Source: an optimization exercise on an open RTL-to-GDS flow (aim: small area, a short achievable clock period and few clock cycles). Production flows keep margins and buffers that such runs may drop. Only simulation tests tie the RTL to the original design; equivalence was not proved. Power figures rest on the tool's default switching activity, not on a simulated workload.

--- flow/design.v ---
module hermite_eval (
    input  wire               clk,
    input  wire               rst,         
    input  wire               in_valid,
    output wire               in_ready,
    input  wire [1:0]         in_shape,    
    input  wire [35:0]        in_span,     
    input  wire [35:0]        in_tau,      
    input  wire signed [63:0] in_p0,
    input  wire signed [63:0] in_p1,
    input  wire signed [47:0] in_v0,
    input  wire signed [47:0] in_v1,
    output reg                out_valid,
    output reg  [63:0]        out_pos,
    output reg  [47:0]        out_vel
);
    localparam W = 216;                        
    localparam [33:0] K_PV = 34'd10240000000;  
    localparam [1:0] SH_LINEAR = 2'd1;
    localparam [2:0] ST_IDLE = 3'd0, ST_ISSUE = 3'd1, ST_RUN = 3'd2,
                     ST_WB = 3'd3, ST_DONE = 3'd4;
    localparam [1:0] OP_MUL = 2'd0, OP_DIV = 2'd1, OP_END = 2'd2;
    localparam [1:0] INIT_ZERO = 2'd0, INIT_ACC = 2'd1, INIT_R1 = 2'd2;
    localparam [3:0] D_NONE = 4'd0, D_T2 = 4'd1, D_TU = 4'd2, D_U2 = 4'd3,
                     D_R1 = 4'd4, D_R2 = 4'd5, D_S3 = 4'd6, D_DEN = 4'd7,
                     D_POS = 4'd8, D_VEL = 4'd9;
    reg [2:0] state;
    reg [4:0] step;
    reg               linear;
    reg [35:0]        s_r;      
    reg [35:0]        t_r;      
    reg [35:0]        u_r;      
    reg signed [64:0] d_r;      
    reg signed [63:0] p0_r;
    reg signed [47:0] v0_r;
    reg signed [47:0] v1_r;
    reg [71:0]        t2_r;     
    reg [71:0]        tu_r;     
    reg [71:0]        u2_r;     
    reg [107:0]       s3_r;     
    reg [141:0]       den_r;    
    reg signed [W-1:0] r1;
    reg signed [W-1:0] r2;
    reg signed [W-1:0] acc;     
    reg signed [W-1:0] opa;     
    reg [103:0]        opb;     
    reg [7:0]          cnt;
    reg                div_mode;
    reg                div_neg;
    reg                div_floor;
    assign in_ready = (state == ST_IDLE);
    reg [1:0]          op_kind;
    reg signed [W-1:0] op_a;       
    reg [103:0]        op_b;       
    reg [W-1:0]        op_den;     
    reg [7:0]          op_n;       
    reg [1:0]          op_init;
    reg                op_floor;   
    reg [3:0]          op_dst;
    wire signed [W-1:0] t_x   = {{(W-36){1'b0}}, t_r};
    wire signed [W-1:0] u_x   = {{(W-36){1'b0}}, u_r};
    wire signed [W-1:0] s_x   = {{(W-36){1'b0}}, s_r};
    wire signed [W-1:0] s3_x  = {{(W-108){1'b0}}, s3_r};
    wire signed [W-1:0] d_x   = {{(W-65){d_r[64]}}, d_r};
    wire signed [W-1:0] v0_x  = {{(W-48){v0_r[47]}}, v0_r};
    wire signed [W-1:0] v1_x  = {{(W-48){v1_r[47]}}, v1_r};
    wire signed [W-1:0] nv1_x = -v1_x;
    wire signed [W-1:0] nvs_x = -((v0_x + v1_x) <<< 1);
    wire [103:0]        w_b   = {66'd0, ({2'b00, s_r} + {1'b0, u_r, 1'b0})};
    always @(*) begin
        op_kind  = OP_END;
        op_a     = {W{1'b0}};
        op_b     = 104'd0;
        op_den   = {W{1'b0}};
        op_n     = 8'd0;
        op_init  = INIT_ZERO;
        op_floor = 1'b0;
        op_dst   = D_NONE;
        if (!linear) begin
            case (step)
            5'd0:  begin op_kind = OP_MUL; op_a = t_x;  op_b = {68'd0, t_r}; op_n = 8'd36; op_dst = D_T2; end
            5'd1:  begin op_kind = OP_MUL; op_a = t_x;  op_b = {68'd0, u_r}; op_n = 8'd36; op_dst = D_TU; end
            5'd2:  begin op_kind = OP_MUL; op_a = u_x;  op_b = {68'd0, u_r}; op_n = 8'd36; op_dst = D_U2; end
            5'd3:  begin op_kind = OP_MUL; op_a = v0_x; op_b = {68'd0, u_r}; op_n = 8'd36; op_dst = D_NONE; end
            5'd4:  begin op_kind = OP_MUL; op_a = nv1_x; op_b = {68'd0, t_r}; op_n = 8'd36; op_init = INIT_ACC; op_dst = D_R1; end
            5'd5:  begin op_kind = OP_MUL; op_a = r1;   op_b = {32'd0, tu_r}; op_n = 8'd72; op_dst = D_R1; end
            5'd6:  begin op_kind = OP_MUL; op_a = r1;   op_b = {68'd0, s_r}; op_n = 8'd36; op_dst = D_R1; end
            5'd7:  begin op_kind = OP_MUL; op_a = d_x;  op_b = {32'd0, t2_r}; op_n = 8'd72; op_dst = D_R2; end
            5'd8:  begin op_kind = OP_MUL; op_a = r2;   op_b = w_b;          op_n = 8'd38; op_dst = D_R2; end
            5'd9:  begin op_kind = OP_MUL; op_a = r2;   op_b = {70'd0, K_PV}; op_n = 8'd34; op_init = INIT_R1; op_dst = D_R1; end
            5'd10: begin op_kind = OP_MUL; op_a = s_x;  op_b = {68'd0, s_r}; op_n = 8'd36; op_dst = D_S3; end
            5'd11: begin op_kind = OP_MUL; op_a = s3_x; op_b = {68'd0, s_r}; op_n = 8'd36; op_dst = D_S3; end
            5'd12: begin op_kind = OP_MUL; op_a = s3_x; op_b = {70'd0, K_PV}; op_n = 8'd34; op_dst = D_DEN; end
            5'd13: begin op_kind = OP_DIV; op_a = r1;   op_den = {{(W-142-67){1'b0}}, den_r, 67'd0}; op_n = 8'd68; op_floor = 1'b1; op_dst = D_POS; end
            5'd14: begin op_kind = OP_MUL; op_a = v0_x; op_b = {32'd0, u2_r}; op_n = 8'd72; op_dst = D_NONE; end
            5'd15: begin op_kind = OP_MUL; op_a = v1_x; op_b = {32'd0, t2_r}; op_n = 8'd72; op_init = INIT_ACC; op_dst = D_NONE; end
            5'd16: begin op_kind = OP_MUL; op_a = nvs_x; op_b = {32'd0, tu_r}; op_n = 8'd72; op_init = INIT_ACC; op_dst = D_R1; end
            5'd17: begin op_kind = OP_MUL; op_a = r1;   op_b = {68'd0, s_r}; op_n = 8'd36; op_dst = D_R1; end
            5'd18: begin op_kind = OP_MUL; op_a = d_x;  op_b = {70'd0, K_PV}; op_n = 8'd34; op_dst = D_R2; end
            5'd19: begin op_kind = OP_MUL; op_a = r2;   op_b = {32'd0, tu_r}; op_n = 8'd72; op_dst = D_R2; end
            5'd20: begin op_kind = OP_MUL; op_a = r2;   op_b = 104'd6;       op_n = 8'd3;  op_init = INIT_R1; op_dst = D_R1; end
            5'd21: begin op_kind = OP_DIV; op_a = r1;   op_den = {{(W-211){1'b0}}, s3_r, 103'd0}; op_n = 8'd104; op_floor = 1'b0; op_dst = D_VEL; end
            default: op_kind = OP_END;
            endcase
        end else begin
            case (step)
            5'd0:  begin op_kind = OP_MUL; op_a = d_x;  op_b = {68'd0, t_r}; op_n = 8'd36; op_dst = D_R1; end
            5'd1:  begin op_kind = OP_DIV; op_a = r1;   op_den = {{(W-36-67){1'b0}}, s_r, 67'd0}; op_n = 8'd68; op_floor = 1'b1; op_dst = D_POS; end
            5'd2:  begin op_kind = OP_MUL; op_a = d_x;  op_b = {70'd0, K_PV}; op_n = 8'd34; op_dst = D_R1; end
            5'd3:  begin op_kind = OP_DIV; op_a = r1;   op_den = {{(W-36-103){1'b0}}, s_r, 103'd0}; op_n = 8'd104; op_floor = 1'b0; op_dst = D_VEL; end
            default: op_kind = OP_END;
            endcase
        end
    end
    wire signed [W-1:0] op_abs   = op_a[W-1] ? -op_a : op_a;
    wire signed [W-1:0] acc_add  = acc + opa;
    wire [W:0]          rem_sub  = {1'b0, acc} - {1'b0, opa};
    wire                rem_ge   = ~rem_sub[W];
    wire [104:0] q_mag = {1'b0, opb};
    wire [104:0] q_neg = -q_mag - {104'd0, (div_floor && (acc != {W{1'b0}}))};
    wire [104:0] q_res = div_neg ? q_neg : q_mag;   
    always @(posedge clk) begin
        if (rst) begin
            state     <= ST_IDLE;
            step      <= 5'd0;
            out_valid <= 1'b0;
        end else begin
            out_valid <= 1'b0;
            case (state)
            ST_IDLE: begin
                if (in_valid) begin
                    linear <= (in_shape == SH_LINEAR);
                    s_r    <= in_span;
                    t_r    <= (in_tau > in_span) ? in_span : in_tau;
                    u_r    <= (in_tau > in_span) ? 36'd0 : in_span - in_tau;
                    d_r    <= {in_p1[63], in_p1} - {in_p0[63], in_p0};
                    p0_r   <= in_p0;
                    v0_r   <= in_v0;
                    v1_r   <= in_v1;
                    step   <= 5'd0;
                    if (in_shape[1]) begin
                        out_pos <= in_p0;
                        out_vel <= 48'd0;
                        state   <= ST_DONE;
                    end else if (in_span == 36'd0) begin
                        out_pos <= in_p1;
                        out_vel <= in_v1;
                        state   <= ST_DONE;
                    end else begin
                        state   <= ST_ISSUE;
                    end
                end
            end
            ST_ISSUE: begin
                if (op_kind == OP_END) begin
                    state <= ST_DONE;
                end else if (op_kind == OP_MUL) begin
                    case (op_init)
                    INIT_ACC: acc <= acc;
                    INIT_R1:  acc <= r1;
                    default:  acc <= {W{1'b0}};
                    endcase
                    opa      <= op_a;
                    opb      <= op_b;
                    cnt      <= op_n;
                    div_mode <= 1'b0;
                    state    <= ST_RUN;
                end else begin
                    acc       <= op_abs;
                    opa       <= op_den;
                    opb       <= 104'd0;
                    cnt       <= op_n;
                    div_mode  <= 1'b1;
                    div_neg   <= op_a[W-1];
                    div_floor <= op_floor;
                    state     <= ST_RUN;
                end
            end
            ST_RUN: begin
                if (!div_mode) begin
                    if (opb[0])
                        acc <= acc_add;
                    opa <= opa <<< 1;
                    opb <= opb >> 1;
                end else begin
                    if (rem_ge)
                        acc <= rem_sub[W-1:0];
                    opb <= {opb[102:0], rem_ge};
                    opa <= opa >> 1;
                end
                cnt <= cnt - 8'd1;
                if (cnt == 8'd1)
                    state <= ST_WB;
            end
            ST_WB: begin
                case (op_dst)
                D_T2:  t2_r  <= acc[71:0];
                D_TU:  tu_r  <= acc[71:0];
                D_U2:  u2_r  <= acc[71:0];
                D_R1:  r1    <= acc;
                D_R2:  r2    <= acc;
                D_S3:  s3_r  <= acc[107:0];
                D_DEN: den_r <= acc[141:0];
                D_POS: out_pos <= p0_r + q_res[63:0];
                D_VEL: out_vel <= q_res[47:0];
                default: ;
                endcase
                step  <= step + 5'd1;
                state <= ST_ISSUE;
            end
            ST_DONE: begin
                out_valid <= 1'b1;
                state     <= ST_IDLE;
            end
            default: state <= ST_IDLE;
            endcase
        end
    end
endmodule
--- flow/run.sh ---
#!/bin/bash
# synth_recipe.tcl (not shown) runs the flow's synth.tcl, then flattens the netlist and writes it again
# the make line also repeats each setting of config.mk as NAME=value (left out here)
make -C /OpenROAD-flow-scripts/flow DESIGN_CONFIG=/design/flow/config.mk WORK_HOME=/design/flow/orfs CLKGATE_MAP_FILE= SYNTH_SCRIPT=/design/flow/synth_recipe.tcl finish
--- flow/config.mk ---
export PLATFORM = sky130hd
export DESIGN_NAME = hermite_eval
export DESIGN_NICKNAME = hermite_eval
export VERILOG_FILES = /design/flow/design.v
export SDC_FILE = /design/flow/constraint.sdc
export NUM_CORES = 4
export LEC_CHECK = 0
export CAP_MARGIN = 20
export CORE_MARGIN = 2
export CORE_UTILIZATION = 25
export PLACE_DENSITY = 0.35
export SLEW_MARGIN = 20
--- flow/constraint.sdc ---
create_clock -name core_clock -period 12.0 [get_ports {clk}]
set_input_delay 2.4000 -clock core_clock [delete_from_list [all_inputs] [get_ports {clk}]]
set_output_delay 2.4000 -clock core_clock [all_outputs]
set_load 0.01 [all_outputs]
==> out/metrics.cfg <==
[synth]
synth_seq_area_share_pct=40.66
yosysWarnings=1
ys_types=122
synthesis.instances=15150
synthTopCellsByArea=edfxtp_1, ha_1, a21oi_1, o21ai_0, xnor2_1
yosysTopAreaCellShare_pct=40.53
syn_avg_cell_area_sq_um=9.248
synth_nets=16290
async_reset_ff_share_pct=0
post-synth-top-area-cell=edfxtp_1
synth_seq_cells=1900
syn_area_sq_um=140100
synth_edf_count=1891
yosys_most_used_dff=edfxtp_1

[drt]
drt_iter0_markers=17280
drc_errors=0
wl_per_cell_um=38.48
routed_via_density=5.900
vias=136500
postRouteAntennaNets=0
wl_um=890400
drt-pass1-iter-count=10

[final_layout]
final_util_pct=29.41
nets=16550
synthToLayoutAreaGrowth_pct=17.03
n_fill_cell=59240
multiInputGateArea_sq_um=77090
seq_area_sq_um=56970
drive_gt1_share_pct=7.619
finalInstanceArea_sq_um=163900

[setup_path]
cp-end-kind=flop
max_stage_delay_ps=870
crit_fanout=15
start_kind=flop
crit_type=reg2reg
worst_ep_arrival_time_ps=12250
cp_data_required_time_ps=12670
crit_slowest_cell=nand3_1

[status]
status=complete, no violations

[grt]
antenna_found_initial=126
grt-ovfl-total=0
grt.total_usage_pct=30.07
grt_max_degree=123
grt_pass1_vias=132900
grt_pass1_wl_um=1194000

[sta]
worst_pin_slew_ps=1369
setup_viol=0
layout_min_cycle_time_ps=11580
rsz0062_at_grt=no
fin_crit_sh_pct=96.50
slew_headroom_pct=8.714
worst_slack_ps=420.4
drv_slew=0
hold_viol=0
clock_skew_ps=88.46
fmax_mhz=86.36
hold-worst-slack_ps=544.0

[clock_network]
htree_levels=5
clkTransAtPathRegs_ps=60
cts_buffer_depth=4
clkSinkCount=1900
cts_made_buffers=274
cts_tree=done
ctsHoldBuffers=0
cts_resized=0
clkLatencyLatePin_ps=1010
post_cts_buffers=0
cts_root_buf=clkbuf_16

[power_and_ir_drop]
p_clk_share_pct=38.9
p_sw_share_pct=34.66
seqPwrFrac_pct=36.9
netSwitchingPower_mw=7.492
p_comb_share_pct=24.1
p_int_mw=14.12
p_leak_nw=59.31
power_density_nw_per_um2=131.9
ir_worst_vdd_mv=0.1029

[placement]
place_hpwl_um=701000
io_buffers=414
dpl_cell_area_sq_um=154900
place.gp.congestion=0.9952
place_ws_ps=961.6

[die]
row_count=274
io_pins=415
core_sq_um=557400
die_area_sq_um=566400
die_x_um=752.6
chipHeight_um=752.6
start_util_pct=25.13

[worst_hold_path]
hp-class=reg2reg

[run]
cap_violations=0

critical path, delay by kind of cell (launching register included):
family | cells | cell delay, ps
AND/OR/NAND/NOR | 18 | 6520
AO/OA/AOI/OAI | 9 | 2580
adder cells (fa/ha/maj) | 2 | 770
buffers and inverters | 3 | 670
flip-flops | 1 | 510
XOR/XNOR | 1 | 140
final timing paths:
check / from / end / slack (ps) / cells past startpoint
worst max register to register: v1_r[5] / acc[161] / 420 / 33
worst min-delay path: acc[215] / r2[215] / 540 / 0
worst min register to register: acc[215] / r2[215] / 540 / 0
worst max-delay path: v1_r[5] / acc[161] / 420 / 33
placed cells by master (no fill, tap or decap), types with 60 or more instances in the layout:
| cell | netlist | final |
|---|---|---|
| mux2i_1 | 382 | 382 |
| nor2_1 | 1155 | 1135 |
| a21o_1 | 239 | 237 |
| o21a_1 | 97 | 97 |
| o211ai_1 | 102 | 102 |
| a21oi_1 | 1730 | 1722 |
| or3_1 | 112 | 110 |
| o31ai_1 | 142 | 141 |
| clkinv_1 | 9 | 60 |
| o211a_1 | 60 | 60 |
| a31oi_1 | 158 | 156 |
| nand3_1 | 371 | 371 |
| clkbuf_16 | 0 | 277 |
| nand2b_1 | 133 | 131 |
| nor2b_1 | 100 | 96 |
| a221o_1 | 103 | 103 |
| inv_1 | 768 | 767 |
| nand2_1 | 1107 | 1100 |
| a211oi_1 | 88 | 87 |
| o21ai_0 | 972 | 964 |
| buf_4 | 3 | 503 |
| nor3_1 | 250 | 238 |
| nand3b_1 | 64 | 64 |
| a22oi_1 | 249 | 249 |
| nand4_1 | 244 | 244 |
| diode_2 | 0 | 65 |
| a222oi_1 | 255 | 255 |
| nor4_1 | 234 | 226 |
| a221oi_1 | 268 | 268 |
| ha_1 | 832 | 831 |
| and2_1 | 84 | 79 |
| xnor2_1 | 527 | 527 |
| clkdlybuf4s50_1 | 0 | 413 |
| edfxtp_1 | 1891 | 1891 |
| o21bai_1 | 220 | 218 |
| xor2_1 | 187 | 187 |
| and3_1 | 107 | 106 |
| o22ai_1 | 164 | 162 |
through the flow:
step	instances	TNS, ps	power, mW
finish	23140	0	21.62
global route	23100	0	22.31
CTS	23070	0	21.65
detailed placement	22590	0	13.21
global placement	22580	0	13.25
floorplan	15150	-967490	11.01
synth_stat cells, drive strengths merged, types with 113 or more instances:
master	number
a21oi	1731
nand2	1108
mux2i	382
nor2	1158
xor2	188
buf	214
o21ai	981
or3	113
nand3	372
ha	832
a31oi	159
xnor2	528
a22oi	249
inv	768
edfxtp	1891
a222oi	255
o21bai	220
nor3	254
o22ai	164
nor4	243
a21o	240
nand4	246
nand2b	133
a221oi	268
o31ai	143
clkbuf	754
power groups by stage:
stage	registers (mW)	logic, mW	clock network [mW]
final	7.98	5.22	8.41
after global routing	8.00	5.55	8.76
after CTS	7.98	5.13	8.54
after detailed placement	8.11	5.10	0
after global placement	8.11	5.14	0
after floorplan	7.97	3.03	0
area by class of cell:
class	instances	area share (%)
clock inverters	161	1.046
inverters	777	1.787
multi-input cells	11500	47.02
flip-flops and latches	1900	34.75
repair buffers	957	5.282
clock buffers	321	4.329
well taps	7452	5.687
diodes	65	0.09922
routing by layer:
layer,routed length (um),vias up,GRT usage [%]
li1,-,58710,-
met1,380900,69950,39.97
met2,387400,6332,46.57
met3,59120,1463,4.255
met4,62740,48,17.57
met5,265,-,0
cells by family (layout without fill, tap and decap cells):
group / after synthesis / count (layout) / share of synthesized area (%)
compound gates: 5369 / 5369 / 25.21
simple gates: 4181 / 4181 / 14.49
flops: 1900 / 1900 / 40.66
buf+inv: 1745 / 2216 / 4.755
fa+ha+maj: 839 / 839 / 7.531
xor+xnor: 716 / 716 / 4.487
mux: 398 / 398 / 2.858
other cells: 0 / 65 / 0
state kept, by name, indices dropped and copies added (netlist names), 64 cells and up:
register,count
opa,216
acc,216
opb,104
u2_r,72
tu_r,72
s3_r,108
t2_r,72
p0_r,64
out_pos,64
d_r,65
r2,216
r1,216
den_r,142
Testbench counts, summed over its fixed seeds: cycles 701,741.

[separate check: timing with driven ports]
In the flow no input, the clock included, has a driving cell. The finished layout below was timed again as built, in two steps. Step 1 assumes that a clkbuf_16 drives the clock port and a buf_2 every other input. Step 2, shift: input delay + t, output delay - t, t = (earliest + latest rising clock arrival at the registers) / 2. This alone moves slack from input paths to output paths. a / b / c = ideal / step 1 / step 2; a / b = the first two.
t, ns: 1.093
setup slack, ns: 0.420 / 0.420 / 0.420
worst setup path at the end: register to register
clock arrival spread, ns: 0.090 / 0.090
worst slew at a driven data input, ns: 0.18
After both steps this run still meets setup and hold. The setup slack of this run moves by 0.000 ns with the drivers and by 0.000 ns with both steps.
